From an optimization exercise on the open Yosys and OpenROAD flow, aimed at small area, a short achievable clock period and few clock cycles per item; shortcuts taken in it are not production practice.
At most, simulation tests tie the RTL to the original design; equivalence was not proved.
No activity file was given, so power comes from the tool's default toggle rates.

// cmd_env_check
module cmd_env_check (
    input  wire        clk,
    input  wire        rst,             
    input  wire        in_valid,
    output wire        in_ready,
    input  wire [31:0] in_data,
    input  wire        in_last,
    input  wire [31:0] conn_id,         
    input  wire [47:0] bus_counter,     
    output reg         res_valid,
    output reg  [2:0]  res_code,        
    output reg  [2:0]  res_cv,          
    output wire [15:0] res_epoch,       
    output wire        res_epoch_set    
);
    localparam [1023:0] N_CV   = {32'h3E32001C, 32'h1D967B2F, 32'hC0BEEA00, 32'h9191D301, 32'h41247412, 32'h97417CE1, 32'h0A0A7448, 32'h77686FDD, 32'h30B97DD9, 32'h63BCEAD5, 32'h4832A97F, 32'h23BC6BBC, 32'h64005B5B, 32'h8256824E, 32'hFB14DEBC, 32'h632BD00B, 32'hB282836F, 32'hD43E1104, 32'h83A344E7, 32'hBB8E9139, 32'h33529E8D, 32'h128FCAD6, 32'h787C7DD2, 32'h5E174817, 32'h515A4DDC, 32'h78A15050, 32'hEF027177, 32'hA8240880, 32'h75820651, 32'hCE092092, 32'h6C09417E, 32'h80E9092B};
    localparam [1023:0] G_SEED = {32'h001C1D96, 32'h7B2FC0BE, 32'hEA009191, 32'hD3017F16, 32'h7412A973, 32'h7CE13438, 32'h7448495A, 32'h6FDD30B9, 32'h7DD95D8E, 32'hEAD57600, 32'hA97F23BC, 32'h6BBC5A32, 32'h5B5BBC64, 32'h824EC526, 32'hDEBC632B, 32'hD00BB282, 32'h836FD43E, 32'h1104BD91, 32'h44E785BC, 32'h91393352, 32'h9E8D2CBD, 32'hCAD6464E, 32'h7DD26025, 32'h48176F68, 32'h4DDC78A1, 32'h5050D130, 32'h7177A824, 32'h08807582, 32'h0651CE09, 32'h20926C09, 32'h417E80E9, 32'h092B3E32};
    localparam [1023:0] C_STEP = {32'h40000000, 32'h20000000, 32'h10000000, 32'h88000000, 32'h84000000, 32'h82000000, 32'h81000000, 32'h00800000, 32'h80400000, 32'h80200000, 32'h00100000, 32'h80080000, 32'h80040000, 32'h80020000, 32'h00010000, 32'h00008000, 32'h00004000, 32'h80002000, 32'h80001000, 32'h00000800, 32'h80000400, 32'h80000200, 32'h80000100, 32'h80000080, 32'h00000040, 32'h80000020, 32'h00000010, 32'h00000008, 32'h00000004, 32'h00000002, 32'h00000001, 32'h80000000};
    localparam [31:0]   K_A    = 32'hB07CA096;      
    localparam [31:0]   K_B    = 32'h5CFDE821;      
    localparam [31:0]   K_C    = 32'h4A34075C;      
    localparam [31:0]   N_ONES = 32'hE148B354;   
    function [31:0] mat;
  ...
For scale: about 370 flip-flops, roughly 140 I/O pins, ~25000 um^2 of cells after synthesis.
clock: 8.0 ns
lec_check: 0
abc_clock_period_in_ps: 3000
cap_margin: 20
core_margin: 2
core_utilization: 40
place_density: 0.6
setup_slack_margin: 5.0
slew_margin: 20
run.sh (not shown) runs the stock make flow with config.mk's settings and CLKGATE_MAP_FILE= SYNTH_SCRIPT=/design/flow/synth_recipe.tcl, a recipe that flattens the netlist after the stock synthesis.
Rerun with:
Settings changed: ABC_CLOCK_PERIOD_IN_PS 3000 to default, SETUP_SLACK_MARGIN 5.0 to default.
=> Final cell count falls by 6.9%. Clock skew rises by 40 ps. Non-clock buffer count falls by 230. Worst setup slack gets worse by 1200 ps. Core utilization falls by 6.4 points. Routed wire length falls by 9.0%.
Function was not checked in any run of this note: the RTL went through the layout flow alone.


Setup of the baseline:
Another version of the RTL of cmd_env_check (not shown whole).
Size in the first run: ~2,700 cells after synthesis, about 140 I/O pins, about 0.022 mm² of cells after synthesis.
Settings: LEC_CHECK=0, ABC_AREA=1, ABC_CLOCK_PERIOD_IN_PS=3000, CAP_MARGIN=20, CORE_MARGIN=2, CORE_UTILIZATION=40, CTS_BUF_LIST=sky130_fd_sc_hd__clkbuf_4 sky130_fd_sc_hd__clkbuf_8, PLACE_DENSITY=0.6, SETUP_SLACK_MARGIN=5.0, SLEW_MARGIN=20; clock period 8.0 ns.
diff inputs: the baseline => the candidate
Settings: a deleted ABC_AREA that had been 1.
==> comparison <==
Compared with the baseline, the candidate shows a higher via count normalized by instance count. The synthesized cell count in the candidate sits 822 below the value recorded for the baseline. First-pass GRT wire length: lower on the candidate. The baseline vs the candidate, cell with the biggest individual delay on the critical path: sky130_fd_sc_hd__edfxtp_1 vs sky130_fd_sc_hd__xnor3_2. Final cell area: the candidate below the baseline.
Function was not checked in any run of this note: the RTL went through the layout flow alone.


Another version of the RTL of cmd_env_check (not shown whole).
Size: about 2000 cells after synthesis, ~350 flip-flops, roughly 140 I/O pins, ~0.022 mm2 of cells after synthesis.
clock: 8.0 ns
lec_check: 0
abc_clock_period_in_ps: 3000
cap_margin: 20
core_margin: 2
core_utilization: 40
place_density: 0.6
setup_slack_margin: 5.0
slew_margin: 20
The baseline finished clean.
Then changed:
--- a/flow/config.mk
+++ b/flow/config.mk
@@ -10,4 +10,5 @@
 export CORE_MARGIN = 2
 export CORE_UTILIZATION = 40
+export CTS_BUF_LIST = sky130_fd_sc_hd__clkbuf_4 sky130_fd_sc_hd__clkbuf_8
 export PLACE_DENSITY = 0.6
 export SETUP_SLACK_MARGIN = 5.0
After rerunning: Sequential power hardly moves; routed wire length fell by 0.33%; worst hold slack is worse by 0.0038 ns; cell count came out higher by 1.4%; global-route usage shrinks by 0.14 points.
No run of this note included a check of the RTL's function; only the layout flow was run.


Another version of the RTL of cmd_env_check (not shown whole).
Size: about 350 flip-flops, ~140 I/O pins.
Settings: LEC_CHECK=0, ABC_CLOCK_PERIOD_IN_PS=2200, CAP_MARGIN=20, CORE_MARGIN=2, CORE_UTILIZATION=40, CTS_BUF_LIST=sky130_fd_sc_hd__clkbuf_4 sky130_fd_sc_hd__clkbuf_8, PLACE_DENSITY=0.6, SETUP_SLACK_MARGIN=5.0, SLEW_MARGIN=20; clock period 8.0 ns.
standard.sh (not shown) runs the stock make flow with config.mk's settings and CLKGATE_MAP_FILE= SYNTH_SCRIPT=/design/flow/synth_recipe.tcl, a recipe that flattens the netlist after the stock synthesis.
==> flow/flow/run.sh <==
#!/bin/bash
# The standard layout, except that the ports are buffered with
# sky130_fd_sc_hd__buf_1 (the resizer sizes them up where timing needs it)
# instead of the delay buffer buffer_ports picks by default.
set -euo pipefail
export BUFFER_PORTS_ARGS="-buffer_cell sky130_fd_sc_hd__buf_1"
bash standard.sh > standard.log 2>&1
Testbench counts at the start, summed over its fixed seeds: cycles 128,720, envelopes 3,200.
Edit:
--- a/flow/config.mk
+++ b/flow/config.mk
@@ -8 +8 @@
-export ABC_CLOCK_PERIOD_IN_PS = 2200
+export ABC_CLOCK_PERIOD_IN_PS = 3000
@@ -11 +11 @@
-export CORE_UTILIZATION = 40
+export CORE_UTILIZATION = 55
@@ -13 +13 @@
-export PLACE_DENSITY = 0.6
+export PLACE_DENSITY = 0.75
=>
- hold slack loses 0.0055 ns
- cell count is lower by 6.8%
- utilization increases by 16 points
Edit:
--- a/flow/flow/run.sh
+++ b/flow/flow/run.sh
@@ -4 +4,2 @@
-# instead of the delay buffer buffer_ports picks by default.
+# instead of the delay buffer buffer_ports picks by default, and that timing
+# repair aims for 5.5 ns of setup slack.
@@ -6,0 +8 @@
+export SETUP_SLACK_MARGIN=5.5
--- a/flow/config.mk
+++ b/flow/config.mk
@@ -11 +11 @@
-export CORE_UTILIZATION = 55
+export CORE_UTILIZATION = 40
@@ -13,2 +13 @@
-export PLACE_DENSITY = 0.75
-export SETUP_SLACK_MARGIN = 5.0
+export PLACE_DENSITY = 0.6
What happened:
- worst setup slack improves by 0.21 ns
- area after synthesis stays the same
- die area goes up by 37%
Edit:
--- a/flow/flow/run.sh
+++ b/flow/flow/run.sh
@@ -4,2 +4 @@
-# instead of the delay buffer buffer_ports picks by default, and that timing
-# repair aims for 5.5 ns of setup slack.
+# instead of the delay buffer buffer_ports picks by default.
@@ -8 +6,0 @@
-export SETUP_SLACK_MARGIN=5.5
--- a/flow/config.mk
+++ b/flow/config.mk
@@ -12 +12,3 @@
-export CTS_BUF_LIST = sky130_fd_sc_hd__clkbuf_4 sky130_fd_sc_hd__clkbuf_8
+export CTS_BUF_LIST = sky130_fd_sc_hd__clkbuf_16
+export CTS_CLUSTER_DIAMETER = 150
+export CTS_CLUSTER_SIZE = 30
@@ -13,0 +16 @@
+export SETUP_SLACK_MARGIN = 5.0
Effect:
- The new run completed with no timing, DRC or antenna violations
- final area shrinks by about 16%
- core utilization shrinks by 9.2 points
- cell count shrinks by 8.3%
- global-route usage shrinks by 2.6 points
- first-iteration DRC count shrinks by about 7%


cmd_env_check, a different RTL version from the one above (not shown whole).
Size: roughly 2,100 cells after synthesis, roughly 350 flip-flops, roughly 140 I/O pins, about 0.022 mm2 of cells after synthesis.
==> flow/config.mk <==
export PLATFORM = sky130hd
export DESIGN_NAME = cmd_env_check
export DESIGN_NICKNAME = cmd_env_check
export VERILOG_FILES = /design/flow/design.v
export SDC_FILE = /design/flow/constraint.sdc
export NUM_CORES = 4
export LEC_CHECK = 0
export ABC_CLOCK_PERIOD_IN_PS = 3000
export CAP_MARGIN = 20
export CORE_MARGIN = 2
export CORE_UTILIZATION = 40
export CTS_BUF_LIST = sky130_fd_sc_hd__clkbuf_4 sky130_fd_sc_hd__clkbuf_8
export PLACE_DENSITY = 0.6
export SETUP_SLACK_MARGIN = 5.0
export SLEW_MARGIN = 20
==> flow/constraint.sdc <==
create_clock -name core_clock -period 8.0 [get_ports {clk}]
set_input_delay 1.6000 -clock core_clock [delete_from_list [all_inputs] [get_ports {clk}]]
set_output_delay 1.6000 -clock core_clock [all_outputs]
set_load 0.01 [all_outputs]
==> flow/flow/run.sh <==
#!/bin/bash
# The standard layout, except that the ports are buffered with
# sky130_fd_sc_hd__buf_1 (the resizer sizes them up where timing needs it)
# instead of the delay buffer buffer_ports picks by default.
set -euo pipefail
export BUFFER_PORTS_ARGS="-buffer_cell sky130_fd_sc_hd__buf_1"
bash standard.sh > standard.log 2>&1
Edit:
==> flow/run.sh (new file) <==
#!/bin/bash
# synth_recipe.tcl (not shown) runs the flow's synth.tcl, then flattens the netlist and writes it again
# the make line also repeats each setting of config.mk as NAME=value (left out here)
make -C /OpenROAD-flow-scripts/flow DESIGN_CONFIG=/design/flow/config.mk WORK_HOME=/design/flow/orfs CLKGATE_MAP_FILE= SYNTH_SCRIPT=/design/flow/synth_recipe.tcl finish
removed: flow/flow/run.sh
removed: flow/standard.sh
After rerunning: Cell count rises by about 2.2%. Synthesized area does not change. Total power rises by 5.7%. Design area rises by 7.9%.
No functional check of the RTL was part of any run of this note.

[static timing again, ports no longer ideal]
In the flow no input, the clock included, has a driving cell. The finished layouts below were timed again as built, in two steps.
Step 1: set_driving_cell puts a clkbuf_16 on clk and a buf_2 on each other input, an assumption about the parent block.
Step 2 also shifts input and output timing later by t, the mid clock arrival at the registers, as if the neighbouring blocks saw the same clock.
Three values: ideal ports, drivers, drivers and shift; two values: the first two.
| run | t, ns | slack for setup (ns) | cell pins on the clock port's net |
|---|---|---|---|
| the first run of note 1 | 0.635 | 4.317 / 4.317 / 4.317 | 1 |
| the second run of note 1 | 0.641 | 3.157 / 3.157 / 3.157 | 1 |
| the baseline | 0.712 | 4.823 / 4.823 / 4.291 | 1 |
| the candidate | 0.722 | 4.427 / 4.427 / 4.292 | 1 |
| the first run of note 3 | 0.617 | 4.913 / 4.913 / 4.332 | 1 |
| the second run of note 3 | 0.694 | 4.933 / 4.955 / 4.271 | 1 |
| the first run of note 4 | 0.728 | 5.019 / 5.035 / 4.322 | 1 |
| the second run of note 4 | 0.696 | 4.927 / 4.951 / 4.256 | 1 |
| the third run of note 4 | 0.711 | 5.135 / 5.139 / 4.432 | 1 |
| the fourth run of note 4 | 0.593 | 4.926 / 4.956 / 4.363 | 1 |
| the first run of note 5 | 0.692 | 4.657 / 4.657 / 4.400 | 1 |
| the second run of note 5 | 0.682 | 4.590 / 4.590 / 4.299 | 1 |
After both steps setup and hold are still met in every run listed. The setup slack of the third run of note 4, which loses most, moves by +0.004 ns with the drivers and by -0.703 ns with both steps.
